This design comes from an exercise in tuning for small area, a short achievable clock period and few clock cycles per item on the open sky130 flow, not from production work. Function was checked by simulation only, so behaviour that the tests miss may differ from the original. Power figures rest on the tool's default switching activity, not on a simulated workload.

$ cat flow/design.v
module ck_unit (
    input  wire        clk,
    input  wire        rst,        
    input  wire        wr_en,
    input  wire [4:0]  wr_addr,    
    input  wire [31:0] wr_data,
    input  wire [4:0]  rd_addr,
    output reg  [31:0] rd_data,
    output wire        busy
);
    localparam [4:0] A_CFG     = 5'd0,
                     A_POLY    = 5'd1,
                     A_INIT    = 5'd2,
                     A_XOROUT  = 5'd3,
                     A_VAL0    = 5'd4,
                     A_VAL1    = 5'd5,
                     A_VALTOP  = 5'd6,
                     A_RES0    = 5'd7,
                     A_RES1    = 5'd8,
                     A_CTL     = 5'd9,
                     A_LOAD0   = 5'd10,
                     A_LOAD1   = 5'd11,
                     A_DATA8   = 5'd12,
                     A_DATA16  = 5'd13,
                     A_DATA32  = 5'd14,
                     A_SWDROP  = 5'd17,
                     A_BAD     = 5'd30,
                     A_REFUSED = 5'd31;
    localparam [31:0] RP_C32C = 32'h82F6_3B78, G_C32C = 32'hDEA7_13F1;
    localparam [31:0] RP_C32  = 32'hEDB8_8320, G_C32  = 32'hF701_1641;
    localparam [31:0] RP_C16  = 32'h0000_8408, G_C16  = 32'h1C58_1911;
    localparam [31:0] RP_C64L = 32'hD787_0F42, G_C64  = 32'h1729_63D5;
    localparam [31:0] RP_C64H = 32'hC96C_5795;
    reg [31:0] cfg;
    reg [31:0] upoly;
    reg [31:0] uinit;
    reg [31:0] uxorout;
    reg [31:0] load0;
    reg [31:0] load1;
    reg [63:0] u;           
    reg [7:0]  seq;
    reg [31:0] sw_drop;
    reg [31:0] bad;
    reg [31:0] refused;
    reg [31:0] g;           
    reg [1:0]  nst;         
    reg        refl;        
    assign busy = refl | (nst != 2'd0);
    wire        is_user  = (cfg[2:0] == 3'd4);
    wire        is_64    = (cfg[2:0] == 3'd3);
    wire        sw_mode  = (cfg[17:16] == 2'd0);
    wire        cur_refin  = is_user ? cfg[10] : (cfg[2:0] != 3'd2);
    wire        cur_refout = is_user ? cfg[11] : (cfg[2:0] != 3'd2);
    wire [4:0]  cur_sh   = is_user ? ~cfg[9:5] : 5'd16;
    function [31:0] rev32(input [31:0] x);
        integer i;
        for (i = 0; i < 32; i = i + 1)
            rev32[i] = x[31 - i];
    endfunction
    function [63:0] width_mask(input [31:0] c);
        case (c[2:0])
            3'd2:    width_mask = 64'h0000_0000_0000_FFFF;
            3'd3:    width_mask = 64'hFFFF_FFFF_FFFF_FFFF;
            3'd4:    width_mask = {32'd0, 32'hFFFF_FFFF >> ~c[9:5]};
            default: width_mask = 64'h0000_0000_FFFF_FFFF;
        endcase
    endfunction
    function sel_refin(input [31:0] c);
        sel_refin = (c[2:0] == 3'd4) ? c[10] : (c[2:0] != 3'd2);
    endfunction
    function [63:0] fixed_init(input [1:0] p);
        case (p)
            2'd2:    fixed_init = 64'h0000_0000_0000_FFFF;
            2'd3:    fixed_init = 64'hFFFF_FFFF_FFFF_FFFF;
            default: fixed_init = 64'h0000_0000_FFFF_FFFF;
        endcase
    endfunction
    wire [63:0] cur_mask = width_mask(cfg);
    wire [31:0] rp_user = rev32(upoly) >> cur_sh;
    wire [31:0] u_refl  = rev32(u[31:0]) >> cur_sh;
    reg [31:0] rp;          
    reg [31:0] gsel;        
    always @(*) begin
        case (cfg[2:0])
            3'd0:    begin rp = RP_C32C; gsel = G_C32C; end
            3'd1:    begin rp = RP_C32;  gsel = G_C32;  end
            3'd2:    begin rp = RP_C16;  gsel = G_C16;  end
            3'd3:    begin rp = RP_C64L; gsel = G_C64;  end
            default: begin rp = rp_user; gsel = g;      end
        endcase
    end
    integer i, j;
    reg [31:0] d_in;
    always @(*) begin
        for (i = 0; i < 32; i = i + 1)
            d_in[i] = cur_refin ? wr_data[i] : wr_data[(i & ~7) + 7 - (i & 7)];
    end
    wire [31:0] x = u[31:0] ^ d_in;
    wire newton = (nst != 2'd0);
    reg [7:0] g8;
    always @(*) begin
        g8 = 8'd1;
        for (i = 1; i < 8; i = i + 1)
            for (j = 0; j < i; j = j + 1)
                g8[i] = g8[i] ^ (g8[j] & rp[i - 1 - j]);
    end
    reg [31:0] ca;          
    reg [31:0] ga;          
    always @(*) begin
        if (newton)
            ca = {rp[30:0], 1'b1};
        else if (wr_addr == A_DATA8)
            ca = {x[7:0], 24'd0};
        else if (wr_addr == A_DATA16)
            ca = {x[15:0], 16'd0};
        else
            ca = x;
        ga = 32'd0;
        if (!newton)
            ga = gsel;
        else if (nst == 2'd1)
            for (i = 0; i < 8; i = i + 1) ga[2 * i] = g8[i];
        else
            for (i = 0; i < 16; i = i + 1) ga[2 * i] = g[i];
    end
    reg [31:0] f;
    always @(*) begin
        for (i = 0; i < 32; i = i + 1) begin
            f[i] = 1'b0;
            for (j = 0; j <= i; j = j + 1)
                f[i] = f[i] ^ (ca[j] & ga[i - j]);
        end
    end
    reg [31:0] bl;
    always @(*) begin
        for (i = 0; i < 32; i = i + 1) begin
            bl[i] = 1'b0;
            for (j = i; j < 32; j = j + 1)
                bl[i] = bl[i] ^ (f[j] & rp[i + 31 - j]);
        end
    end
    wire [31:0] f64 = f & {32{is_64}};
    reg [62:0] ph;
    always @(*) begin
        ph = 63'd0;
        for (j = 0; j < 32; j = j + 1)
            if (RP_C64H[j])
                ph = ph ^ ({31'd0, f64} << j);
    end
    reg [63:0] u_shift;
    always @(*) begin
        case (wr_addr)
            A_DATA8:  u_shift = u >> 8;
            A_DATA16: u_shift = u >> 16;
            default:  u_shift = u >> 32;
        endcase
    end
    wire [63:0] u_fold = u_shift ^ {32'd0, bl} ^ {ph, 1'b0};
    wire [31:0] val0 = cur_refin ? u[31:0] : u_refl;
    wire [63:0] xo   = is_user ? {32'd0, uxorout & cur_mask[31:0]} :
                       (cfg[2:0] == 3'd2) ? 64'd0 :
                       is_64 ? 64'hFFFF_FFFF_FFFF_FFFF : 64'h0000_0000_FFFF_FFFF;
    wire [31:0] res0 = (cur_refout ? u[31:0] : u_refl) ^ xo[31:0];
    wire [31:0] res1 = u[63:32] ^ xo[63:32];
    wire cfg_bad = (wr_data[2:0] > 3'd4) ||
                   (wr_data[2:0] == 3'd4 && wr_data[9:5] < 5'd7) ||
                   (wr_data[17:16] == 2'd3);
    always @(posedge clk) begin
        if (rst) begin
            cfg     <= 32'd0;
            upoly   <= 32'd0;
            uinit   <= 32'd0;
            uxorout <= 32'd0;
            load0   <= 32'd0;
            load1   <= 32'd0;
            u       <= 64'h0000_0000_FFFF_FFFF;
            seq     <= 8'd0;
            sw_drop <= 32'd0;
            bad     <= 32'd0;
            refused <= 32'd0;
            nst     <= 2'd0;
            refl    <= 1'b0;
        end else if (busy) begin
            if (refl) begin
                u    <= {32'd0, u_refl};
                refl <= 1'b0;
            end
            if (nst != 2'd0) begin
                g   <= f;
                nst <= (nst == 2'd1) ? 2'd2 : 2'd0;
            end
        end else if (wr_en) begin
            case (wr_addr)
                A_CFG: begin
                    if (cfg_bad) begin
                        refused <= refused + 32'd1;
                    end else begin
                        cfg <= wr_data;
                        if (wr_data[17:16] == 2'd0) begin
                            seq <= seq + 8'd1;
                            if (wr_data[2:0] == 3'd4) begin
                                u    <= {32'd0, uinit};
                                refl <= 1'b1;
                                nst  <= 2'd1;
                            end else begin
                                u <= fixed_init(wr_data[1:0]);
                            end
                        end else begin
                            u    <= {u[63:32], val0} & width_mask(wr_data);
                            refl <= !sel_refin(wr_data);
                        end
                    end
                end
                A_POLY: begin
                    upoly <= wr_data;
                    if (is_user) nst <= 2'd1;
                end
                A_INIT:   uinit   <= wr_data;
                A_XOROUT: uxorout <= wr_data;
                A_LOAD0:  load0   <= wr_data;
                A_LOAD1:  load1   <= wr_data;
                A_CTL: begin
                    if (!sw_mode) begin
                        sw_drop <= sw_drop + 32'd1;
                    end else if (wr_data == 32'd1) begin
                        seq <= seq + 8'd1;
                        if (is_user) begin
                            u    <= {32'd0, uinit};
                            refl <= 1'b1;
                        end else begin
                            u <= fixed_init(cfg[1:0]);
                        end
                    end else if (wr_data == 32'd2) begin
                        seq  <= seq + 8'd1;
                        u    <= {load1, load0} & cur_mask;
                        refl <= !cur_refin;
                    end else begin
                        bad <= bad + 32'd1;
                    end
                end
                A_DATA8, A_DATA16, A_DATA32: begin
                    if (!sw_mode) begin
                        sw_drop <= sw_drop + 32'd1;
                    end else begin
                        seq <= seq + 8'd1;
                        u   <= u_fold;
                    end
                end
                default: bad <= bad + 32'd1;
            endcase
        end
    end
    always @(*) begin
        case (rd_addr)
            A_CFG:     rd_data = cfg;
            A_POLY:    rd_data = upoly;
            A_INIT:    rd_data = uinit;
            A_XOROUT:  rd_data = uxorout;
            A_VAL0:    rd_data = val0;
            A_VAL1:    rd_data = u[63:32];
            A_VALTOP:  rd_data = {seq, 24'd0};
            A_RES0:    rd_data = res0;
            A_RES1:    rd_data = res1;
            A_SWDROP:  rd_data = sw_drop;
            A_BAD:     rd_data = bad;
            A_REFUSED: rd_data = refused;
            default:   rd_data = 32'd0;
        endcase
    end
endmodule
$ cat flow/run.sh
#!/bin/bash
# synth_recipe.tcl (not shown) runs the flow's synth.tcl, then flattens the netlist and writes it again
# the make line also repeats each setting of config.mk as NAME=value (left out here)
make -C /OpenROAD-flow-scripts/flow DESIGN_CONFIG=/design/flow/config.mk WORK_HOME=/design/flow/orfs CLKGATE_MAP_FILE= SYNTH_SCRIPT=/design/flow/synth_recipe.tcl finish
$ cat flow/config.mk
export PLATFORM = sky130hd
export DESIGN_NAME = ck_unit
export DESIGN_NICKNAME = ck_unit
export VERILOG_FILES = /design/flow/design.v
export SDC_FILE = /design/flow/constraint.sdc
export NUM_CORES = 4
export LEC_CHECK = 0
export CAP_MARGIN = 20
export CORE_MARGIN = 2
export CORE_UTILIZATION = 30
export PLACE_DENSITY = 0.4
export SETUP_SLACK_MARGIN = 1.5
export SLEW_MARGIN = 20
$ cat flow/constraint.sdc
create_clock -name core_clock -period 18.0 [get_ports {clk}]
set_input_delay 3.6000 -clock core_clock [delete_from_list [all_inputs] [get_ports {clk}]]
set_output_delay 3.6000 -clock core_clock [all_outputs]
set_load 0.01 [all_outputs]
==> results of run 1 <==
==> power groups by stage <==
stage               Sequential [mW]  Combinational (mW)  Clock, mW
finish                        0.941                10.4       1.18
global route                  0.939                10.7       1.23
CTS                           0.939                10.3       1.19
detailed placement            0.958                10.2          0
global placement              0.958                10.3          0
floorplan                     0.940                7.24          0
==> per-layer routing <==
layer	global-route usage, %	part of all wire (%)	up-vias
met3	8.271	9.7	811
met5	0	0.053	-
met1	49.56	41	25983
met4	22.15	7.1	17
met2	55.60	42	3244
li1	-	-	22457
==> sequential cells by signal (all words and copies together) (netlist names) <==
name,flops
nst,2
upoly,32
uinit,32
load0,32
load1,32
refused,32
g,32
bad,32
uxorout,32
u,64
sw_drop,32
seq,8
refl,1
cfg,32
==> final cells by class <==
type / instances / share of cell area, %
clock inverters: 25 / 0.6945
inverters: 50 / 0.3640
diodes: 7 / 0.03353
repair buffers: 341 / 5.259
flip-flops and latches: 395 / 15.76
clock buffers: 75 / 2.934
well taps: 2058 / 4.929
multi-input cells: 5712 / 70.03
==> cells by family after synthesis <==
| kind of cell | count (synthesis) | synth area share [%] |
|---|---|---|
| xor+xnor | 1397 | 28.61 |
| fa+ha+maj | 7 | 0.1868 |
| buf+inv | 607 | 5.370 |
| mux | 243 | 5.285 |
| compound gates | 1435 | 19.03 |
| flops | 395 | 17.55 |
| simple gates | 2630 | 23.97 |
==> stage by stage <==
step           power, mW  hold WS (ps)
3_5_place_dp       11.20         445.2
4_1_cts            12.42         454.2
3_3_place_gp       11.21         440.4
2_1_floorplan      8.175         432.9
5_1_grt            12.88         471.6
6_report           12.49         452.3
==> worst min path at each step <==
| stage | startpoint | end | slack, ps | cells after the start |
|---|---|---|---|---|
| 2_1_floorplan | load0[6] | load0[6] | 430 | 2 |
| 3_3_place_gp | load0[9] | load0[9] | 440 | 2 |
| 3_5_place_dp | load0[9] | load0[9] | 450 | 2 |
| 4_1_cts | load0[9] | load0[9] | 450 | 2 |
| 5_1_grt | cfg[27] | cfg[27] | 470 | 2 |
| 6_report | load0[9] | load0[9] | 450 | 2 |
==> synthesized netlist by cell type (34+ instances only) <==
| cell | number | area [um2] |
|---|---|---|
| sky130_fd_sc_hd__nor3_1 | 75 | 375.4 |
| sky130_fd_sc_hd__buf_1 | 52 | 195.2 |
| sky130_fd_sc_hd__nand2b_1 | 34 | 212.7 |
| sky130_fd_sc_hd__nand2_1 | 1232 | 4624 |
| sky130_fd_sc_hd__a31oi_1 | 42 | 262.8 |
| sky130_fd_sc_hd__o221ai_1 | 48 | 420.4 |
| sky130_fd_sc_hd__nand3_1 | 154 | 770.7 |
| sky130_fd_sc_hd__a21oi_1 | 585 | 2928 |
| sky130_fd_sc_hd__a211oi_1 | 73 | 548.0 |
| sky130_fd_sc_hd__nor2b_1 | 57 | 356.6 |
| sky130_fd_sc_hd__xor2_1 | 277 | 2426 |
| sky130_fd_sc_hd__o22ai_1 | 78 | 488.0 |
| sky130_fd_sc_hd__inv_1 | 43 | 161.4 |
| sky130_fd_sc_hd__xnor2_1 | 1028 | 9004 |
| sky130_fd_sc_hd__o21ai_0 | 195 | 975.9 |
| sky130_fd_sc_hd__a22oi_1 | 109 | 818.3 |
| sky130_fd_sc_hd__buf_2 | 57 | 285.3 |
| sky130_fd_sc_hd__nor2_1 | 819 | 3074 |
| sky130_fd_sc_hd__mux2i_1 | 227 | 2272 |
| sky130_fd_sc_hd__or3_1 | 39 | 244.0 |
| sky130_fd_sc_hd__clkbuf_1 | 418 | 1569 |
| sky130_fd_sc_hd__o211ai_1 | 38 | 285.3 |
| sky130_fd_sc_hd__xnor3_1 | 57 | 1284 |
| sky130_fd_sc_hd__dfxtp_1 | 363 | 7267 |
| sky130_fd_sc_hd__and3_1 | 61 | 381.6 |
| sky130_fd_sc_hd__nand4_1 | 44 | 275.3 |
==> worst reg2reg max path, delay by kind of cell (launching register included) <==
family	cells	cell delay, ps
fa+ha+maj	1	700
mux	2	800
xor+xnor	9	2870
simple gates	5	2190
flops	1	310
compound gates	6	2110
buf+inv	5	1640
==> reports/summary.md, run 1 <==
* result of the run: timing/DRC/antenna clean
* clock tree from TritonCTS: built
* hold-fix buffer count after cts: 0
* FF+latch count, synth: 395
* DR WL/cell: 35.70 um
* commonest non-fill, non-tap cell in the layout: sky130_fd_sc_hd__nand2_1
* Slew Viols, Final: 0
* Unique masters post-synth: 107
* Worst R2R End: u[42]
* via count of the first global-routing pass: 48,811
* net count after synthesis: 6,766
* largest delay contributor family on the critical path: XOR/XNOR gates
* share of total power in the clock network: 9.4%
* area occupied by multi-input gates: 36,590 um2
* Critical path origin: cfg[0]
* worst hold path type: reg2reg
* root buffer cell: sky130_fd_sc_hd__clkbuf_16
* Final setup viols: 0
* Finished Cell Area: 52,240 um2
* cell count after synthesis: 6,714
* final count of hold timing violations: 0
* register area: 8232 um2
* Filler Cell Count: 16,823
* Routed Wire Length: 309,300 um
* crit-path most repeated cell: sky130_fd_sc_hd__xnor2_1
* maximum ir drop on the vdd rail: 0.3112 mV
* buffer count from post-CTS setup fixing: 0
* sequential cell area fraction in the yosys report: 17.55%
* detailed-route via count: 52,512
* gr ovfl total: 0
* clock latency (worst-skew pair): 720 ps
* length of the first detailed-routing pass in iterations: 8
* leakage power summed over all cells: 18.93 nW
* part of the total power dissipated in combinational logic: 83.0%
* delay of the slowest cell on the worst path: 840 ps
* placeable core region: 155,700 um2
* area growth from synthesis to layout: 11.45%
* RePlAce Congestion: 1.026
* final clock period utilization by the worst path: 59.84%
* leading cell types in the layout, fill and taps excluded: 1,228 x sky130_fd_sc_hd__nand2_1, 1,022 x sky130_fd_sc_hd__xnor2_1, 807 x sky130_fd_sc_hd__nor2_1
* width of the die: 399.3 um
* Tot GR Track Use: 37.49%
* Die Y: 399.3 um
* fraction of power consumed by sequential logic: 7.5%
* aggregate negative setup slack: 0 ps
* clock-pin slew on the worst setup and hold paths: 60 ps
* endpoint kind of the worst setup timing path: register
* # placed instances: 8,554
* DR iter-0 viols: 7,422
* critical path depth in cells: 28
* layout cells sized above 1: 7.972%
* first-pass GRT wire length: 419,800 um
* Fmax achieved: 92.84 MHz
* relative slew slack: 12.22%
* mean post-synth cell area: 6.982 um2
* CTS-repair resized insts: 0
* count of non-filler cells in the finished layout: 8,663
* Max H-tree Level: 2
* total net switching power: 6.698 mW
* number of warnings reported in the yosys synthesis log: 1
* Critical Path Fanout Max: 57
* Site Rows: 145
* max-cap check violation count: 0
* asr flop ratio synth: 0%
* count of flip-flops with a built-in enable after synthesis: 32
* initial antenna violation count: 28
* total cell area at the placement stage: 50,310 um2
* cells on worst reg2reg path: 28
* number of I/O pins: 78
* critical path buffer and inverter count: 5
* worst setup slack for register-to-register paths: 7230 ps
* ANT nets after route: 0
* DR vias/cell: 6.062
* critical path required time: 18,490 ps
* min cycle time layout: 10,770 ps
* Worst Tran Pin Value: 1303 ps
* master of the slowest instance on the critical path: sky130_fd_sc_hd__a32oi_1
* crit path launch type: register
* minimum setup slack after placement: 6852 ps
* final setup skew: 97.39 ps
* minimum setup slack in the final design: 7228 ps
* unrepaired setup endpoints after global routing: no
* Internal Pwr Total: 5.793 mW
* pin count of the biggest net entering global routing: 90
* arrival time at the worst endpoint: 11,270 ps
* half-perimeter wire length of the detailed placement result: 222,000 um
* die area: 159,400 um2
* DR DRC count: 0
* Port Buf Inserts: 77
* Primary FF master, synth: sky130_fd_sc_hd__dfxtp_1
* power density of the placed cells: 239.1 nW/um2
* Initial Util: 30.11%
* critical path start-end classification: reg2reg
* number of clock buffers inserted by TritonCTS: 54
* clock sinks: 395
* switching part of the total: 53.62%
* Worst Setup EP: u[42]
* Reg-to-Reg Start: cfg[0]
* number of nets in the layout: 6,606
* combined area of all synthesized cells: 46,880 um2
* Post-Route Utilization: 33.56%
* buffers from clock root to sink, at most: 3
Testbench counts, summed over its fixed seeds: cycles 5,007, bytes 13,820.
==> inputs of run 2 (changes only) <==
--- a/flow/design.v
+++ b/flow/design.v
@@ -96,7 +96,7 @@
             d_in[i] = cur_refin ? wr_data[i] : wr_data[(i & ~7) + 7 - (i & 7)];
     end
     wire [31:0] x = u[31:0] ^ d_in;
-    wire newton = (nst != 2'd0);
+    wire newton = nst[1];
     reg [7:0] g8;
     always @(*) begin
         g8 = 8'd1;
@@ -118,34 +118,34 @@
         ga = 32'd0;
         if (!newton)
             ga = gsel;
-        else if (nst == 2'd1)
-            for (i = 0; i < 8; i = i + 1) ga[2 * i] = g8[i];
         else
-            for (i = 0; i < 16; i = i + 1) ga[2 * i] = g[i];
-    end
+            for (i = 0; i < 16; i = i + 1) ga[2 * i] = g[i] & (nst[0] || i < 8);
+    end
+    function [31:0] rev_ga(input [31:0] v);
+        integer k;
+        for (k = 0; k < 32; k = k + 1) rev_ga[k] = v[31 - k];
+    endfunction
+    wire [31:0] ga_r = rev_ga(ga);
     reg [31:0] f;
     always @(*) begin
-        for (i = 0; i < 32; i = i + 1) begin
-            f[i] = 1'b0;
-            for (j = 0; j <= i; j = j + 1)
-                f[i] = f[i] ^ (ca[j] & ga[i - j]);
-        end
-    end
+        for (i = 0; i < 32; i = i + 1)
+            f[i] = ^(ca & (ga_r >> (31 - i)));
+    end
+    wire [31:0] rp_r = rev_ga(rp);
     reg [31:0] bl;
     always @(*) begin
-        for (i = 0; i < 32; i = i + 1) begin
-            bl[i] = 1'b0;
-            for (j = i; j < 32; j = j + 1)
-                bl[i] = bl[i] ^ (f[j] & rp[i + 31 - j]);
-        end
+        for (i = 0; i < 32; i = i + 1)
+            bl[i] = ^((f >> i) & rp_r);
     end
     wire [31:0] f64 = f & {32{is_64}};
     reg [62:0] ph;
     always @(*) begin
-        ph = 63'd0;
-        for (j = 0; j < 32; j = j + 1)
-            if (RP_C64H[j])
-                ph = ph ^ ({31'd0, f64} << j);
+        for (i = 0; i < 63; i = i + 1) begin
+            ph[i] = 1'b0;
+            for (j = 0; j < 32; j = j + 1)
+                if (RP_C64H[j] && i - j >= 0 && i - j < 32)
+                    ph[i] = ph[i] ^ f64[i - j];
+        end
     end
     reg [63:0] u_shift;
     always @(*) begin
@@ -185,10 +185,12 @@
                 u    <= {32'd0, u_refl};
                 refl <= 1'b0;
             end
-            if (nst != 2'd0) begin
-                g   <= f;
-                nst <= (nst == 2'd1) ? 2'd2 : 2'd0;
-            end
+            if (nst == 2'd1)
+                g[7:0] <= g8;
+            else if (nst != 2'd0)
+                g <= f;
+            if (nst != 2'd0)
+                nst <= (nst == 2'd3) ? 2'd0 : nst + 2'd1;
         end else if (wr_en) begin
             case (wr_addr)
                 A_CFG: begin
@@ -251,20 +253,17 @@
         end
     end
     always @(*) begin
-        case (rd_addr)
-            A_CFG:     rd_data = cfg;
-            A_POLY:    rd_data = upoly;
-            A_INIT:    rd_data = uinit;
-            A_XOROUT:  rd_data = uxorout;
-            A_VAL0:    rd_data = val0;
-            A_VAL1:    rd_data = u[63:32];
-            A_VALTOP:  rd_data = {seq, 24'd0};
-            A_RES0:    rd_data = res0;
-            A_RES1:    rd_data = res1;
-            A_SWDROP:  rd_data = sw_drop;
-            A_BAD:     rd_data = bad;
-            A_REFUSED: rd_data = refused;
-            default:   rd_data = 32'd0;
-        endcase
+        rd_data = ({32{rd_addr == A_CFG}}     & cfg)      |
+                  ({32{rd_addr == A_POLY}}    & upoly)    |
+                  ({32{rd_addr == A_INIT}}    & uinit)    |
+                  ({32{rd_addr == A_XOROUT}}  & uxorout)  |
+                  ({32{rd_addr == A_VAL0}}    & val0)     |
+                  ({32{rd_addr == A_VAL1}}    & u[63:32]) |
+                  ({32{rd_addr == A_VALTOP}}  & {seq, 24'd0}) |
+                  ({32{rd_addr == A_RES0}}    & res0)     |
+                  ({32{rd_addr == A_RES1}}    & res1)     |
+                  ({32{rd_addr == A_SWDROP}}  & sw_drop)  |
+                  ({32{rd_addr == A_BAD}}     & bad)      |
+                  ({32{rd_addr == A_REFUSED}} & refused);
     end
 endmodule
==> flow/flow/run.sh (new file) <==
#!/bin/bash
set -euo pipefail
bash standard.sh SYNTH_SCRIPT="$PWD/flow/my_synth.tcl" SETUP_SLACK_MARGIN=9 finish > orfs_flow.log 2>&1
==> flow/flow/my_synth.tcl (new file) <==
proc synth {args} { yosys synth -nofsm -noshare {*}$args }
# ORFS's synthesis, mapping with yosys's own abc script in place of ORFS's
proc my_abc_args {args_in} {
  set out {}
  set skip 0
  foreach a $args_in {
    if {$skip} { set skip 0; continue }
    if {$a eq "-script"} { set skip 1; continue }
    lappend out $a
  }
  return $out
}
set fp [open $::env(SCRIPTS_DIR)/synth.tcl r]
set txt [read $fp]
close $fp
if {![regsub {log_cmd abc \{\*\}\$abc_args} $txt {log_cmd abc {*}[my_abc_args $abc_args]} txt]} { error "abc call not found" }
eval $txt
# left out here: clear keep_hierarchy, flatten, clean up, hide names made inside functions, write 1_2_yosys.v
==> flow/standard.sh (new file) <==
#!/bin/bash
# synth_recipe.tcl (not shown) runs the flow's synth.tcl, then flattens the netlist and writes it again
# the make line also repeats each setting of config.mk as NAME=value (left out here)
make -C /OpenROAD-flow-scripts/flow DESIGN_CONFIG=/design/flow/config.mk WORK_HOME=/design/flow/orfs CLKGATE_MAP_FILE= SYNTH_SCRIPT=/design/flow/synth_recipe.tcl "${@:-finish}"
removed: flow/run.sh
==> run 2 against run 1 <==
  * Highest routed layer unchanged
  * Largest power group unchanged
  * Core utilization up 1.6 points
  * Largest cell class unchanged
  * Synthesized area down 3.6%
  * First-iteration DRC count down 2.4%
==> reports/summary.md, run 2 <==
* result of the run: timing/DRC/antenna clean
* Power, Total: 13.00 mW, +4.1%
* Die Y: 392.0 um, -1.8%
* Port Buf Inserts: 77, unchanged
* crit path launch type: input port
* Routed Wire Length: 274,300 um, -11%
* hold-fix buffer count after cts: 0, unchanged
* Worst Tran Pin Value: 1150 ps, -153.4 ps
* Critical Path Fanout Max: 32, -44%
* net count after synthesis: 6,324, -6.5%
* final count of hold timing violations: 0, unchanged
* gr ovfl total: 0, unchanged
* dominant cells by area after synthesis: sky130_fd_sc_hd__dfxtp_1 16%, sky130_fd_sc_hd__xnor2_1 16%, sky130_fd_sc_hd__nor2_1 9.1%
* first-pass GRT wire length: 373,700 um, -11%
* Fmax achieved: 107.3 MHz, +16%
* Initial Util: 30.20%, +0.082 points
* Site Rows: 142, -2.1%
* total cell area at the placement stage: 48,450 um2, -3.7%
* clock-pin slew on the worst setup and hold paths: 50 ps, about the same
* DR WL/cell: 33.18 um, -7.1%
* endpoint kind of the worst setup timing path: primary output
* DR vias/cell: 5.939, -2.0%
* # placed instances: 8,073, -5.6%
* final clock period utilization by the worst path: 51.78%, -8.1 points
* pin count of the biggest net entering global routing: 87, -3.3%
* clock latency (worst-skew pair): 690 ps, -30 ps
* clock sinks: 395, unchanged
* placeable core region: 149,600 um2, -3.9%
* Slew Viols, Final: 0, unchanged
* detailed-route via count: 49,096, -6.5%
* ANT nets after route: 0, unchanged
* top-area cell type share of the netlist area: 16.09%, -3.1 points
* Unique masters post-synth: 102, -4.7%
* worst hold path type: reg2reg
* maximum ir drop on the vdd rail: 0.4123 mV, +32%
* arrival time at the worst endpoint: 5720 ps, -5550 ps
* relative slew slack: 22.55%, +10 points
* delay of the slowest cell on the worst path: 640 ps, -200 ps
* initial antenna violation count: 6, -79%
* count of flip-flops with a built-in enable after synthesis: 32, unchanged
* max-cap check violation count: 0, unchanged
* max FFs per register: 64, unchanged
* length of the first detailed-routing pass in iterations: 14, +6
* number of I/O pins: 78, unchanged
* mean post-synth cell area: 7.207 um2, +3.2%
* commonest non-fill, non-tap cell in the layout: sky130_fd_sc_hd__nor2_1
* cell count after synthesis: 6,268, -6.6%
* unrepaired setup endpoints after global routing: yes
* aggregate negative setup slack: 0 ps, unchanged
* layout cells sized above 1: 12.86%, +4.9 points
* asr flop ratio synth: 0%, unchanged
* DR iter-0 viols: 7,242, -2.4%
* final setup skew: 51.57 ps, -45.83 ps
* area leader, netlist: sky130_fd_sc_hd__dfxtp_1
* Tot GR Track Use: 34.24%, -3.3 points
* clock tree from TritonCTS: built
* min cycle time layout: 9320 ps, -1451 ps
* Finished Cell Area: 52,620 um2, +0.73%
* number of warnings reported in the yosys synthesis log: 1, unchanged
* sequential cell area fraction in the yosys report: 18.21%, +0.66 points
* area growth from synthesis to layout: 16.49%
* RePlAce Congestion: 1.048, +2.2%
* leakage power summed over all cells: 19.72 nW, +4.2%
* critical path start-end classification: in2out
* crit-path cells: buf_8 > nand2_1 > nor2_2 > buf_6 > a222oi_1 > nand4_1 > a21oi_1 > o21ai_1 > buf_2
* number of nets in the layout: 6,256, -5.3%
* Max H-tree Level: 2, unchanged
* master of the slowest instance on the critical path: sky130_fd_sc_hd__a222oi_1
* width of the die: 392.0 um, -1.8%
* Final setup viols: 0, unchanged
* number of clock buffers inserted by TritonCTS: 53, -1.9%
* FF+latch count, synth: 395, unchanged
* combined area of all synthesized cells: 45,170 um2, -3.6%
* root buffer cell: sky130_fd_sc_hd__clkbuf_16
* die area: 153,700 um2, -3.6%
* dominant cell by count in the synthesized netlist: sky130_fd_sc_hd__nor2_1
* Primary FF master, synth: sky130_fd_sc_hd__dfxtp_1
* largest reg by FF count: u
* half-perimeter wire length of the detailed placement result: 194,500 um, -12%
* top post-synthesis cells by count: 1,101 x sky130_fd_sc_hd__nor2_1, 828 x sky130_fd_sc_hd__xnor2_1, 739 x sky130_fd_sc_hd__nand2_1, 673 x sky130_fd_sc_hd__a21oi_1, 383 x sky130_fd_sc_hd__clkbuf_1
* leading cell types in the layout, fill and taps excluded: 1,071 x sky130_fd_sc_hd__nor2_1, 804 x sky130_fd_sc_hd__xnor2_1, 727 x sky130_fd_sc_hd__nand2_1
* buffers from clock root to sink, at most: 3, unchanged
* via count of the first global-routing pass: 44,326, -9.2%
* power density of the placed cells: 247.0 nW/um2, +3.3%
* DR DRC count: 0, unchanged
* count of non-filler cells in the finished layout: 8,267, -4.6%
* critical path required time: 14,400 ps, -4090 ps
run 2: kinds of logic (layout without fill, tap and decap cells):
family / count (synthesis) / after routing / synth area share, %
other: 0 / 9 / 0
buffers and inverters: 584 / 557 / 5.553
muxes: 182 / 182 / 4.146
xor gates and xnor gates: 1239 / 1239 / 28.56
and+or+nand+nor: 2373 / 2373 / 22.38
adders and majority gates: 11 / 11 / 0.3047
DFF: 395 / 395 / 18.21
AOI/OAI and AO/OA: 1484 / 1485 / 20.84
run 2: area by class of cell:
type | count | area (um2)
antenna | 9 | 22.52
clock buffer | 72 | 1529
clock inverter | 25 | 350.3
fill | 16013 | 96970
inverter | 38 | 163.9
multi-input combinational | 5290 | 35930
sequential | 395 | 8233
tap | 2016 | 2522
timing repair buffer | 422 | 3871
run 2: worst paths after layout:
| path | from | to | slack, ps | cells after the start |
|---|---|---|---|---|
| worst min register to register | u[38] | u[38] | 450 | 2 |
| worst max-delay path | rd_addr[1] | rd_data[9] | 8680 | 9 |
| worst max register to register | cfg[0] | u[10] | 9730 | 24 |
| worst min-delay path | u[38] | u[38] | 450 | 2 |
run 2: power by group:
part | leakage [nW] | internal [mW] | switching [mW]
Sequential | 3.22 | 0.929 | 0.0240
Combinational | 15.6 | 4.68 | 6.18
Clock | 0.925 | 0.686 | 0.506
Total | 19.7 | 6.29 | 6.71
run 2: per-layer routing:
metal	track usage, %	vias up	wire length (um)
met1	48.82	24353	121100
met4	14.02	8	13340
met2	50.53	2698	114600
met3	5.876	509	25210
met5	0	-	97
li1	-	21528	-
run 2: per-stage QoR:
stage	util [%]	hold slack, ps	worst slack, ps
2_1_floorplan	-	435.6	9226
3_3_place_gp	32.38	439.0	6774
3_5_place_dp	32.39	443.6	6770
4_1_cts	34.37	450.8	8743
5_1_grt	35.16	473.7	8653
6_report	35.18	452.3	8680
run 2: worst max-delay path: cells and delay by family:
kind                   cells  cell delay (ps)
AO/OA/AOI/OAI              3              960
buffers and inverters      3              490
AND/OR/NAND/NOR            3              610
run 2: what timing repair did:
action                                  in CTS  in global routing
buffers inserted                            23                 55
endpoints found under the setup margin     105                 89
cloned                                       7                  3
pin swaps                                   44                 44
resized for setup                          359                169
Testbench counts of run 2, summed over its fixed seeds: cycles 5,088, bytes 13,820.
==> inputs of run 3 (changes only) <==
--- a/flow/design.v
+++ b/flow/design.v
@@ -5,7 +5,7 @@
     input  wire [4:0]  wr_addr,    
     input  wire [31:0] wr_data,
     input  wire [4:0]  rd_addr,
-    output reg  [31:0] rd_data,
+    output wire [31:0] rd_data,
     output wire        busy
 );
     localparam [4:0] A_CFG     = 5'd0,
@@ -46,12 +46,12 @@
     reg [1:0]  nst;         
     reg        refl;        
     assign busy = refl | (nst != 2'd0);
-    wire        is_user  = (cfg[2:0] == 3'd4);
-    wire        is_64    = (cfg[2:0] == 3'd3);
-    wire        sw_mode  = (cfg[17:16] == 2'd0);
-    wire        cur_refin  = is_user ? cfg[10] : (cfg[2:0] != 3'd2);
-    wire        cur_refout = is_user ? cfg[11] : (cfg[2:0] != 3'd2);
-    wire [4:0]  cur_sh   = is_user ? ~cfg[9:5] : 5'd16;
+    reg         is_user;
+    reg         is_64;
+    reg         sw_mode;
+    reg         cur_refin;
+    reg         cur_refout;
+    reg  [4:0]  cur_sh;      
     function [31:0] rev32(input [31:0] x);
         integer i;
         for (i = 0; i < 32; i = i + 1)
@@ -96,7 +96,7 @@
             d_in[i] = cur_refin ? wr_data[i] : wr_data[(i & ~7) + 7 - (i & 7)];
     end
     wire [31:0] x = u[31:0] ^ d_in;
-    wire newton = nst[1];
+    wire newton = (nst != 2'd0);
     reg [7:0] g8;
     always @(*) begin
         g8 = 8'd1;
@@ -109,17 +109,19 @@
     always @(*) begin
         if (newton)
             ca = {rp[30:0], 1'b1};
-        else if (wr_addr == A_DATA8)
+        else if (wr_addr[1])             
+            ca = x;                      
+        else if (wr_addr[0])             
+            ca = {x[15:0], 16'd0};
+        else                             
             ca = {x[7:0], 24'd0};
-        else if (wr_addr == A_DATA16)
-            ca = {x[15:0], 16'd0};
-        else
-            ca = x;
         ga = 32'd0;
         if (!newton)
             ga = gsel;
+        else if (nst == 2'd1)
+            for (i = 0; i < 8; i = i + 1) ga[2 * i] = g8[i];
         else
-            for (i = 0; i < 16; i = i + 1) ga[2 * i] = g[i] & (nst[0] || i < 8);
+            for (i = 0; i < 16; i = i + 1) ga[2 * i] = g[i];
     end
     function [31:0] rev_ga(input [31:0] v);
         integer k;
@@ -149,11 +151,12 @@
     end
     reg [63:0] u_shift;
     always @(*) begin
-        case (wr_addr)
-            A_DATA8:  u_shift = u >> 8;
-            A_DATA16: u_shift = u >> 16;
-            default:  u_shift = u >> 32;
-        endcase
+        if (wr_addr[1])
+            u_shift = u >> 32;
+        else if (wr_addr[0])
+            u_shift = u >> 16;
+        else
+            u_shift = u >> 8;
     end
     wire [63:0] u_fold = u_shift ^ {32'd0, bl} ^ {ph, 1'b0};
     wire [31:0] val0 = cur_refin ? u[31:0] : u_refl;
@@ -185,12 +188,10 @@
                 u    <= {32'd0, u_refl};
                 refl <= 1'b0;
             end
-            if (nst == 2'd1)
-                g[7:0] <= g8;
-            else if (nst != 2'd0)
-                g <= f;
-            if (nst != 2'd0)
-                nst <= (nst == 2'd3) ? 2'd0 : nst + 2'd1;
+            if (nst != 2'd0) begin
+                g   <= f;
+                nst <= (nst == 2'd1) ? 2'd2 : 2'd0;
+            end
         end else if (wr_en) begin
             case (wr_addr)
                 A_CFG: begin
@@ -252,18 +253,59 @@
             endcase
         end
     end
-    always @(*) begin
-        rd_data = ({32{rd_addr == A_CFG}}     & cfg)      |
-                  ({32{rd_addr == A_POLY}}    & upoly)    |
-                  ({32{rd_addr == A_INIT}}    & uinit)    |
-                  ({32{rd_addr == A_XOROUT}}  & uxorout)  |
-                  ({32{rd_addr == A_VAL0}}    & val0)     |
-                  ({32{rd_addr == A_VAL1}}    & u[63:32]) |
-                  ({32{rd_addr == A_VALTOP}}  & {seq, 24'd0}) |
-                  ({32{rd_addr == A_RES0}}    & res0)     |
-                  ({32{rd_addr == A_RES1}}    & res1)     |
-                  ({32{rd_addr == A_SWDROP}}  & sw_drop)  |
-                  ({32{rd_addr == A_BAD}}     & bad)      |
-                  ({32{rd_addr == A_REFUSED}} & refused);
-    end
+    wire        we_cfg  = wr_en && !busy && (wr_addr == A_CFG) && !cfg_bad;
+    wire        wd_user = (wr_data[2:0] == 3'd4);
+    always @(posedge clk) begin
+        if (rst) begin
+            is_user    <= 1'b0;
+            is_64      <= 1'b0;
+            sw_mode    <= 1'b1;
+            cur_refin  <= 1'b1;
+            cur_refout <= 1'b1;
+            cur_sh     <= 5'd16;
+        end else if (we_cfg) begin
+            is_user    <= wd_user;
+            is_64      <= (wr_data[2:0] == 3'd3);
+            sw_mode    <= (wr_data[17:16] == 2'd0);
+            cur_refin  <= wd_user ? wr_data[10] : (wr_data[2:0] != 3'd2);
+            cur_refout <= wd_user ? wr_data[11] : (wr_data[2:0] != 3'd2);
+            cur_sh     <= wd_user ? ~wr_data[9:5] : 5'd16;
+        end
+    end
+    ck_rdmux rdmux (
+        .rd_addr(rd_addr), .cfg(cfg), .upoly(upoly), .uinit(uinit), .uxorout(uxorout),
+        .val0(val0), .val1(u[63:32]), .seq(seq), .res0(res0), .res1(res1),
+        .sw_drop(sw_drop), .bad(bad), .refused(refused), .rd_data(rd_data)
+    );
 endmodule
+module ck_rdmux (
+    input  wire [4:0]  rd_addr,
+    input  wire [31:0] cfg,
+    input  wire [31:0] upoly,
+    input  wire [31:0] uinit,
+    input  wire [31:0] uxorout,
+    input  wire [31:0] val0,
+    input  wire [31:0] val1,
+    input  wire [7:0]  seq,
+    input  wire [31:0] res0,
+    input  wire [31:0] res1,
+    input  wire [31:0] sw_drop,
+    input  wire [31:0] bad,
+    input  wire [31:0] refused,
+    output reg  [31:0] rd_data
+);
+    always @(*) begin
+        rd_data = ({32{rd_addr == 5'd0}}  & cfg)      |
+                  ({32{rd_addr == 5'd1}}  & upoly)    |
+                  ({32{rd_addr == 5'd2}}  & uinit)    |
+                  ({32{rd_addr == 5'd3}}  & uxorout)  |
+                  ({32{rd_addr == 5'd4}}  & val0)     |
+                  ({32{rd_addr == 5'd5}}  & val1)     |
+                  ({32{rd_addr == 5'd6}}  & {seq, 24'd0}) |
+                  ({32{rd_addr == 5'd7}}  & res0)     |
+                  ({32{rd_addr == 5'd8}}  & res1)     |
+                  ({32{rd_addr == 5'd17}} & sw_drop)  |
+                  ({32{rd_addr == 5'd30}} & bad)      |
+                  ({32{rd_addr == 5'd31}} & refused);
+    end
+endmodule
--- a/flow/config.mk
+++ b/flow/config.mk
@@ -7,7 +7,8 @@
 export LEC_CHECK = 0
 export CAP_MARGIN = 20
 export CORE_MARGIN = 2
-export CORE_UTILIZATION = 30
-export PLACE_DENSITY = 0.4
+export CORE_UTILIZATION = 60
+export PLACE_DENSITY = 0.75
 export SETUP_SLACK_MARGIN = 1.5
 export SLEW_MARGIN = 20
+export SYNTH_HIERARCHICAL = 1
==> run 3 against run 2 <==
  * Final area is 5.3% lower
  * Maximum frequency is 2.6% higher
  * Global-route usage is 22 points higher
  * Flip-flop and latch count is 10 higher
  * Synthesized cell count is 0.26% higher
==> reports/summary.md, run 3 <==
* half-perimeter wire length of the detailed placement result: 155,200 um, -20%
* largest reg by FF count: u
* simple-gate share of the synthesized area: 23.13%, +0.75 points
* post-synthesis share of cell area spent on full adders, half adders and majority gates: 0.1955%, -0.11 points
* Max H-tree Level: 2, unchanged
* number of I/O pins: 78, unchanged
* max FFs per register: 64, unchanged
* initial antenna violation count: 12, +6
* DR DRC count: 0, unchanged
* width of the die: 277.2 um, -29%
* mean post-synth cell area: 7.128 um2, -1.1%
* buffers from clock root to sink, at most: 3, unchanged
* Critical Path Fanout Max: 8, -75%
* uppermost layer routed: met5
* detailed route wirelength on metal3: 43,200 um, +71%
* DR vias/cell: 7.255, +22%
* clock sinks: 405, +2.5%
* first-pass GRT wire length: 321,000 um, -14%
* number of clock buffers inserted by TritonCTS: 45, -15%
* asr flop ratio synth: 0%, unchanged
* final setup skew: 26.61 ps, -24.95 ps
* commonest non-fill, non-tap cell in the layout: sky130_fd_sc_hd__nand2_1
* relative slew slack: 14.47%, -8.1 points
* FF+latch count, synth: 405, +2.5%
* worst hold path type: reg2reg
* result of the run: timing/DRC/antenna clean
* final clock period utilization by the worst path: 50.47%, -1.3 points
* master of the slowest instance on the critical path: sky130_fd_sc_hd__or3_4
* critical path start-end classification: in2out
* complex-gate fraction of the synthesized area: 19.10%, -1.7 points
* delay of the slowest cell on the worst path: 450 ps, -190 ps
* DR WL/cell: 32.12 um, -3.2%
* leading cell types in the layout, fill and taps excluded: 1,371 x sky130_fd_sc_hd__nand2_1, 954 x sky130_fd_sc_hd__xnor2_1, 492 x sky130_fd_sc_hd__nor2_1
* final count of hold timing violations: 0, unchanged
* top post-synthesis cells by count: 1,398 x sky130_fd_sc_hd__nand2_1, 1,004 x sky130_fd_sc_hd__xnor2_1, 509 x sky130_fd_sc_hd__nor2_1, 495 x sky130_fd_sc_hd__a21oi_1, 390 x sky130_fd_sc_hd__clkbuf_1
* number of warnings reported in the yosys synthesis log: 8, +7
* clock latency (worst-skew pair): 640 ps, -50 ps
* worst setup slack for register-to-register paths: 9120 ps, -610 ps
* detailed-route via count: 51,741, +5.4%
* Post-Route M1 WL: 78,240 um, -35%
* clock-pin slew on the worst setup and hold paths: 70 ps, +20 ps
* power density of the placed cells: 234.2 nW/um2, -5.2%
* sequential cell area fraction in the yosys report: 18.82%, +0.60 points
* Site Rows: 100, -30%
* Tot GR Track Use: 56.01%, +22 points
* Met2 Wirelength: 85,890 um, -25%
* cells on worst reg2reg path: 26, +8.3%
* Routed Wire Length: 229,100 um, -16%
* Initial Util: 60.37%, +30 points
* ANT nets after route: 0, unchanged
* crit path launch type: input port
* dominant cell by count in the synthesized netlist: sky130_fd_sc_hd__nand2_1
* min cycle time layout: 9085 ps, -235.5 ps
* crit-path cells: buf_4 > or3_4 > nor3b_4 > buf_12 > buf_4 > a22oi_1 > nand3_1 > dlygate4sd2_1
* Post-Route Utilization: 67.16%, +32 points
* Slew Viols, Final: 0, unchanged
* critical path required time: 14,400 ps, about the same
* leakage power summed over all cells: 18.18 nW, -7.8%
* DR iter-0 viols: 11,027, +52%
* crit-path most repeated cell: sky130_fd_sc_hd__buf_4
* combined area of all synthesized cells: 44,790 um2, -0.84%
* Fmax achieved: 110.1 MHz, +2.6%
* count of flip-flops with a built-in enable after synthesis: 32, unchanged
* die area: 76,850 um2, -50%
* Unique masters post-synth: 98, -3.9%
* endpoint kind of the worst setup timing path: primary output
* hold-fix buffer count after cts: 0, unchanged
* pin count of the biggest net entering global routing: 132, +52%
* via count of the first global-routing pass: 45,858, +3.5%
* placeable core region: 74,200 um2, -50%
* synthesized-area fraction occupied by xor and xnor cells: 28.33%, -0.23 points
* RePlAce Congestion: 1.114, +6.3%
* Final setup viols: 0, unchanged
* number of nets in the layout: 6,175, -1.3%
* maximum ir drop on the vdd rail: 0.3019 mV, -27%
* area leader, netlist: sky130_fd_sc_hd__xnor2_1
* hold depth: 2, unchanged
* root buffer cell: sky130_fd_sc_hd__clkbuf_16
* Die Y: 277.2 um, -29%
* aggregate negative setup slack: 0 ps, unchanged
* cell count after synthesis: 6,284, +0.26%
* area growth from synthesis to layout: 11.25%
* dominant cells by area after synthesis: sky130_fd_sc_hd__xnor2_1 20%, sky130_fd_sc_hd__dfxtp_1 17%, sky130_fd_sc_hd__nand2_1 12%
* arrival time at the worst endpoint: 5480 ps, -240 ps
* layout cells sized above 1: 11.30%, -1.6 points
* max-cap check violation count: 0, unchanged
* Worst Tran Pin Value: 1270 ps, +120.0 ps
* post-synthesis mux area share: 5.305%, +1.2 points
* net count after synthesis: 6,336, +0.19%
* clock tree from TritonCTS: built
* main combinational cell family by area after synthesis: XOR/XNOR gates
* Port Buf Inserts: 77, unchanged
* unrepaired setup endpoints after global routing: yes
* Primary FF master, synth: sky130_fd_sc_hd__dfxtp_1
* gr ovfl total: 0, unchanged
* top-area cell type share of the netlist area: 19.63%, +3.5 points
* length of the first detailed-routing pass in iterations: 13, -1
## run 3: cell families after synthesis
logic type	count (synthesis)
multiplexers	182
adder cells (fa/ha/maj)	7
buffers and inverters	553
XOR/XNOR	1341
AND/OR/NAND/NOR	2445
flip-flops	405
AO/OA/AOI/OAI	1351
## run 3: routing by layer
metal | vias to the layer above | GRT usage (%)
met4 | 8 | 37.24
met1 | 23813 | 71.98
met3 | 1436 | 23.41
met5 | - | 0.9381
li1 | 21085 | -
met2 | 5399 | 75.70
## run 3: per-stage QoR
| stage | hold WS, ps | instance area (um2) | total power, mW | setup slack (ps) | cells |
|---|---|---|---|---|---|
| after global placement | 441.2 | 46250 | 9.419 | 7265 | 6975 |
| after global routing | 475.4 | 49820 | 11.89 | 8871 | 7128 |
| after CTS | 454.4 | 48520 | 10.63 | 8924 | 7083 |
| after detailed placement | 445.6 | 46260 | 9.533 | 7231 | 6975 |
| final | 456.8 | 49830 | 11.67 | 8915 | 7132 |
| after floorplan | 427.9 | 44790 | 7.308 | 9393 | 6284 |
## run 3: worst max-delay path: cells and delay by family
kind | cells | cell delay [ps]
buf+inv | 4 | 900
compound gates | 1 | 90
simple gates | 3 | 880
## run 3: worst paths after layout
kind                                  from         end
worst min-delay path             load0[22]   load0[22]
worst max-delay path            rd_addr[1]  rd_data[8]
worst max register to register   cur_sh[0]       u[28]
worst min register to register   load0[22]   load0[22]
## run 3: modules after synthesis, one instance, submodules excluded
module / flops+latches / cell area, um2 / copies in the design
ck_rdmux: 0 / 1968 / 1
ck_unit: 405 / 42820 / 1
## run 3: final cells by class
class | instances | area (um2)
inverters | 22 | 82.58
multi-input cells | 5327 | 35380
clock buffers | 62 | 1271
fillers | 6374 | 24370
well taps | 969 | 1212
clock inverters | 20 | 231.5
repair buffers | 322 | 3199
flip-flops and latches | 405 | 8441
diodes | 5 | 12.51
## run 3: what timing repair did
| action | CTS | global route |
|---|---|---|
| setup endpoints to repair | 100 | 99 |
| gates cloned | 4 | 11 |
| gates resized for setup | 262 | 212 |
| pin swaps | 21 | 47 |
| setup buffers | 22 | 33 |
## run 3: power by group
group	internal (mW)	switching [mW]	total (mW)
registers	0.946	0.0410	0.987
clock network	0.532	0.456	0.988
logic	4.15	5.55	9.69
total	5.62	6.04	11.7
Testbench counts of run 3, summed over its fixed seeds: cycles 5,007, bytes 13,820.
==> inputs of run 4 (changes only) <==
--- a/flow/design.v
+++ b/flow/design.v
@@ -123,32 +123,10 @@
         else
             for (i = 0; i < 16; i = i + 1) ga[2 * i] = g[i];
     end
-    function [31:0] rev_ga(input [31:0] v);
-        integer k;
-        for (k = 0; k < 32; k = k + 1) rev_ga[k] = v[31 - k];
-    endfunction
-    wire [31:0] ga_r = rev_ga(ga);
-    reg [31:0] f;
-    always @(*) begin
-        for (i = 0; i < 32; i = i + 1)
-            f[i] = ^(ca & (ga_r >> (31 - i)));
-    end
-    wire [31:0] rp_r = rev_ga(rp);
-    reg [31:0] bl;
-    always @(*) begin
-        for (i = 0; i < 32; i = i + 1)
-            bl[i] = ^((f >> i) & rp_r);
-    end
-    wire [31:0] f64 = f & {32{is_64}};
-    reg [62:0] ph;
-    always @(*) begin
-        for (i = 0; i < 63; i = i + 1) begin
-            ph[i] = 1'b0;
-            for (j = 0; j < 32; j = j + 1)
-                if (RP_C64H[j] && i - j >= 0 && i - j < 32)
-                    ph[i] = ph[i] ^ f64[i - j];
-        end
-    end
+    wire [31:0] f;
+    wire [31:0] bl;
+    wire [62:0] ph;
+    ck_mul mul (.ca(ca), .ga(ga), .rp(rp), .is_64(is_64), .f(f), .bl(bl), .ph(ph));
     reg [63:0] u_shift;
     always @(*) begin
         if (wr_addr[1])
@@ -309,3 +287,38 @@
                   ({32{rd_addr == 5'd31}} & refused);
     end
 endmodule
+module ck_mul (
+    input  wire [31:0] ca,
+    input  wire [31:0] ga,
+    input  wire [31:0] rp,
+    input  wire        is_64,
+    output reg  [31:0] f,
+    output reg  [31:0] bl,
+    output reg  [62:0] ph
+);
+    localparam [31:0] RP_C64H = 32'hC96C_5795;
+    integer i, j;
+    function [31:0] rev32(input [31:0] v);
+        integer k;
+        for (k = 0; k < 32; k = k + 1) rev32[k] = v[31 - k];
+    endfunction
+    wire [31:0] ga_r = rev32(ga);
+    always @(*) begin
+        for (i = 0; i < 32; i = i + 1)
+            f[i] = ^(ca & (ga_r >> (31 - i)));
+    end
+    wire [31:0] rp_r = rev32(rp);
+    always @(*) begin
+        for (i = 0; i < 32; i = i + 1)
+            bl[i] = ^((f >> i) & rp_r);
+    end
+    wire [31:0] f64 = f & {32{is_64}};
+    always @(*) begin
+        for (i = 0; i < 63; i = i + 1) begin
+            ph[i] = 1'b0;
+            for (j = 0; j < 32; j = j + 1)
+                if (RP_C64H[j] && i - j >= 0 && i - j < 32)
+                    ph[i] = ph[i] ^ f64[i - j];
+        end
+    end
+endmodule
==> flow/flow/my_synth.tcl (replaced) <==
proc synth {args} { yosys synth -nofsm -noshare {*}$args }
# ORFS's synthesis (SYNTH_HIERARCHICAL 1), mapping all but module ck_mul with Yosys's own abc script
proc my_abc_args {args_in} {
  set out {}
  set skip 0
  foreach a $args_in {
    if {$skip} { set skip 0; continue }
    if {$a eq "-script"} { set skip 1; continue }
    lappend out $a
  }
  return $out
}
set fp [open $::env(SCRIPTS_DIR)/synth.tcl r]
set txt [read $fp]
close $fp
# the multiplier module is mapped exactly as the standard synthesis maps it; the rest of the
# design with Yosys's own ABC script
if {![regsub {log_cmd abc \{\*\}\$abc_args} $txt {log_cmd abc {*}$abc_args ck_mul
log_cmd abc {*}[my_abc_args $abc_args] ck_unit ck_rdmux} txt]} { error "abc call not found" }
eval $txt
# left out here: clear keep_hierarchy, flatten, clean up, hide names made inside functions, write 1_2_yosys.v
--- a/flow/config.mk
+++ b/flow/config.mk
@@ -7,8 +7,8 @@
 export LEC_CHECK = 0
 export CAP_MARGIN = 20
 export CORE_MARGIN = 2
-export CORE_UTILIZATION = 60
-export PLACE_DENSITY = 0.75
+export CORE_UTILIZATION = 45
+export PLACE_DENSITY = 0.6
 export SETUP_SLACK_MARGIN = 1.5
 export SLEW_MARGIN = 20
 export SYNTH_HIERARCHICAL = 1
==> run 4 against run 3 <==
  * Synthesized cell count is 0.97% higher
  * Clock power is about 10% higher
  * Global-route usage is 13 points lower
  * Combinational power is 11% higher
  * Still clean on timing, DRC and antenna
  * Final cell count is 5.2% higher
  * Sequential share of layout area is 0.18 points lower
  * Power is 11% higher
  * Register-to-register slack better by 250 ps
  * Sequential power is 2% lower
==> reports/summary.md, run 4 <==
* critical path buffer and inverter count: 3, -1
* commonest non-fill, non-tap cell in the layout: sky130_fd_sc_hd__nand2_1
* DR DRC count: 0, unchanged
* Final setup viols: 0, unchanged
* largest reg by FF count: u
* width of the die: 321.7 um, +16%
* initial antenna violation count: 8, -4
* length of the first detailed-routing pass in iterations: 10, -3
* Port Buf Inserts: 77, unchanged
* final setup skew: 84.15 ps, +57.54 ps
* DR vias/cell: 6.535, -9.9%
* cell count after synthesis: 6,345, +0.97%
* aggregate negative setup slack: 0 ps, unchanged
* leading cell types in the layout, fill and taps excluded: 1,610 x sky130_fd_sc_hd__nand2_1, 836 x sky130_fd_sc_hd__xnor2_1, 483 x sky130_fd_sc_hd__a21oi_1
* Reg-to-Reg Start: cur_sh[0]
* clock tree from TritonCTS: built
* simple-gate share of the synthesized area: 23.75%, +0.63 points
* post-synthesis share of cell area spent on full adders, half adders and majority gates: 0.1929%, -0.0027 points
* detailed-route via count: 49,027, -5.2%
* leakage power summed over all cells: 18.69 nW, +2.8%
* FF+latch count, synth: 405, unchanged
* clock-pin slew on the worst setup and hold paths: 50 ps, -20 ps
* power density of the placed cells: 256.2 nW/um2, +9.4%
* DR iter-0 viols: 8,087, -27%
* post-synthesis mux area share: 4.180%, -1.1 points
* first-pass GRT wire length: 325,600 um, +1.4%
* area leader, netlist: sky130_fd_sc_hd__xnor2_1
* complex-gate fraction of the synthesized area: 17.57%, -1.5 points
* min cycle time layout: 8988 ps, -97.13 ps
* endpoint kind of the worst setup timing path: primary output
* Fmax achieved: 111.3 MHz, +1.1%
* half-perimeter wire length of the detailed placement result: 155,000 um, -0.12%
* count of flip-flops with a built-in enable after synthesis: 32, unchanged
* arrival time at the worst endpoint: 5390 ps, -90 ps
* main combinational cell family by area after synthesis: XOR/XNOR gates
* net count after synthesis: 6,397, +0.96%
* placeable core region: 100,000 um2, +35%
* RePlAce Congestion: 1.084, -2.7%
* layout cells sized above 1: 11.11%, -0.19 points
* relative slew slack: 17.47%, +3.0 points
* worst hold path type: reg2reg
* result of the run: timing/DRC/antenna clean
* largest delay contributor family on the critical path: simple AND/OR/NAND/NOR gates
* Site Rows: 116, +16%
* number of clock buffers inserted by TritonCTS: 50, +11%
* area growth from synthesis to layout: 10.99%
* Slew Viols, Final: 0, unchanged
* sequential cell area fraction in the yosys report: 18.56%, -0.26 points
* crit path launch type: input port
* dominant cell by count in the synthesized netlist: sky130_fd_sc_hd__nand2_1
* synthesized-area fraction occupied by xor and xnor cells: 29.46%, +1.1 points
* die area: 103,500 um2, +35%
* Worst Tran Pin Value: 1235 ps, -34.49 ps
* maximum ir drop on the vdd rail: 0.3097 mV, +2.6%
* root buffer cell: sky130_fd_sc_hd__clkbuf_16
* Initial Util: 45.41%, -15 points
* unrepaired setup endpoints after global routing: yes
* max FFs per register: 64, unchanged
* delay of the slowest cell on the worst path: 520 ps, +70 ps
* Critical path origin: rd_addr[2]
* critical path required time: 14,400 ps, about the same
* pin count of the biggest net entering global routing: 168, +27%
* Primary FF master, synth: sky130_fd_sc_hd__dfxtp_1
* asr flop ratio synth: 0%, unchanged
* Post-Route Utilization: 50.41%, -17 points
* top-area cell type share of the netlist area: 16.86%, -2.8 points
* clock sinks: 405, unchanged
* final clock period utilization by the worst path: 49.93%, -0.54 points
* via count of the first global-routing pass: 44,184, -3.7%
* number of nets in the layout: 6,207, +0.52%
* gr ovfl total: 0, unchanged
* Max H-tree Level: 2, unchanged
* number of warnings reported in the yosys synthesis log: 9, +1
* mean post-synth cell area: 7.157 um2, +0.41%
* ANT nets after route: 0, unchanged
* final count of hold timing violations: 0, unchanged
* max-cap check violation count: 0, unchanged
* Tot GR Track Use: 42.96%, -13 points
* startpoint of the most critical hold path: load1[21]
* dominant cells by area after synthesis: sky130_fd_sc_hd__xnor2_1 17%, sky130_fd_sc_hd__dfxtp_1 16%, sky130_fd_sc_hd__nand2_1 13%
* hold-fix buffer count after cts: 0, unchanged
* Critical Path Fanout Max: 13, +5
* number of I/O pins: 78, unchanged
* buffers from clock root to sink, at most: 3, unchanged
* Die Y: 321.7 um, +16%
* clock latency (worst-skew pair): 660 ps, +20 ps
* crit-path cells: buf_4 > and3_4 > and3b_2 > buf_12 > a222oi_1 > and3_1 > nand3_2 > buf_6
* DR WL/cell: 30.97 um, -3.6%
* critical path start-end classification: in2out
* combined area of all synthesized cells: 45,410 um2, +1.4%
* Routed Wire Length: 232,300 um, +1.4%
* Unique masters post-synth: 96, -2.0%
* master of the slowest instance on the critical path: sky130_fd_sc_hd__a222oi_1
* top post-synthesis cells by count: 1,614 x sky130_fd_sc_hd__nand2_1, 874 x sky130_fd_sc_hd__xnor2_1, 491 x sky130_fd_sc_hd__a21oi_1, 395 x sky130_fd_sc_hd__nor2_1, 373 x sky130_fd_sc_hd__dfxtp_1
==> run 4: cell count changes after synthesis, sizes merged, moves of 51 or more <==
cell,delta
nand2,+214
o22ai,-77
nor2,-111
o21ai,+57
buf,+97
xnor2,-128
xor2,+62
xnor3,+51
clkbuf,-52
==> run 4: cell type report <==
| class | instances | area [um2] |
|---|---|---|
| antenna | 11 | 27.53 |
| multi-input combinational | 5312 | 35200 |
| sequential | 405 | 8447 |
| clock buffer | 71 | 1471 |
| tap | 1298 | 1624 |
| inverter | 56 | 216.5 |
| fill | 9841 | 49600 |
| timing repair buffer | 330 | 3169 |
| clock inverter | 19 | 249.0 |
==> run 4: repair_timing <==
| item | in CTS | in global routing |
|---|---|---|
| setup buffers | 22 | 18 |
| pin swaps | 31 | 18 |
| setup endpoints to repair | 88 | 63 |
| gates cloned | 7 | 6 |
| gates resized for setup | 256 | 118 |
==> run 4: worst paths after layout <==
path | depth (start not counted) | endpoint | slack (ps)
worst max register to register | 37 | u[27] | 9370
worst min-delay path | 2 | load1[21] | 450
worst min register to register | 2 | load1[21] | 450
worst max-delay path | 8 | rd_data[21] | 9010
==> run 4: tightest hold or removal path, delay by kind of cell (launching register included) <==
| family | cells | cell delay (ps) |
|---|---|---|
| AO/OA/AOI/OAI | 1 | 50 |
| AND/OR/NAND/NOR | 1 | 50 |
| flip-flops | 1 | 300 |
==> run 4: cell families after synthesis <==
kind of cell               count (synthesis)
adders and majority gates                  7
and+or+nand+nor                         2533
DFF                                      405
xor gates and xnor gates                1329
buffers and inverters                    632
AOI/OAI and AO/OA                       1284
muxes                                    155
==> run 4: layer usage <==
layer / up-vias / track usage [%] / share of wire [%]
li1: 21088 / - / -
met1: 23356 / 56.70 / 38
met2: 3740 / 60.99 / 40
met3: 839 / 13.23 / 15
met4: 4 / 25.89 / 7.3
met5: - / 0 / 0.013
==> run 4: through the flow <==
stage / area, um2 / total power, mW / hold WS [ps] / setup WS (ps) / instances
2_1_floorplan: 45410 / 9.045 / 436.7 / 9163 / 6345
3_3_place_gp: 47160 / 11.10 / 442.6 / 7547 / 7348
3_5_place_dp: 47160 / 11.16 / 447.1 / 7402 / 7348
4_1_cts: 49560 / 12.40 / 454.8 / 9006 / 7467
5_1_grt: 50380 / 13.41 / 473.3 / 8934 / 7493
6_report: 50410 / 12.91 / 453.4 / 9012 / 7502
==> run 4: modules after synthesis, one instance, submodules excluded <==
module | flops+latches | cells inside
ck_rdmux | 0 | 280
ck_unit | 405 | 3541
ck_mul | 0 | 2524
==> run 4: power by group <==
| group | leakage [nW] | total [mW] | internal [mW] | switching (mW) |
|---|---|---|---|---|
| clock | 0.844 | 1.09 | 0.628 | 0.465 |
| sequential | 3.30 | 0.972 | 0.941 | 0.0315 |
| combinational | 14.5 | 10.8 | 5.31 | 5.54 |
| total | 18.7 | 12.9 | 6.88 | 6.03 |
Testbench counts of run 4, summed over its fixed seeds: cycles 5,007, bytes 13,820.

re-timing with driven ports:
How much do the figures lean on ideal ports? The routed layouts below were timed once more, with nothing changed but the port constraints.
Step 1 assumes that a clkbuf_16 drives the clock port and a buf_2 every other input.
Step 2, shift: input delay + t, output delay - t, t = (earliest + latest rising clock arrival at the registers) / 2. This alone moves slack from input paths to output paths.
Slacks: ideal / step 1 / step 2; pairs: ideal / step 1.
run | shift t [ns] | slack for setup (ns) | clock arrival spread, ns | worst slew at a driven data input, ns | pins driven straight from the clock port
run 1 | 0.742 | 7.228 / 7.228 / 6.568 | 0.098 / 0.097 | 0.05 | 1
run 2 | 0.748 | 8.680 / 8.642 / 8.294 | 0.054 / 0.054 | 0.25 | 1
run 3 | 0.697 | 8.915 / 8.891 / 8.363 | 0.026 / 0.027 | 0.07 | 1
run 4 | 0.694 | 9.012 / 8.987 / 8.462 | 0.084 / 0.084 | 0.11 | 1
After both steps every run listed still meets setup and hold. The setup slack of run 1, which loses most, moves by 0.000 ns with the drivers and by -0.660 ns with both steps.
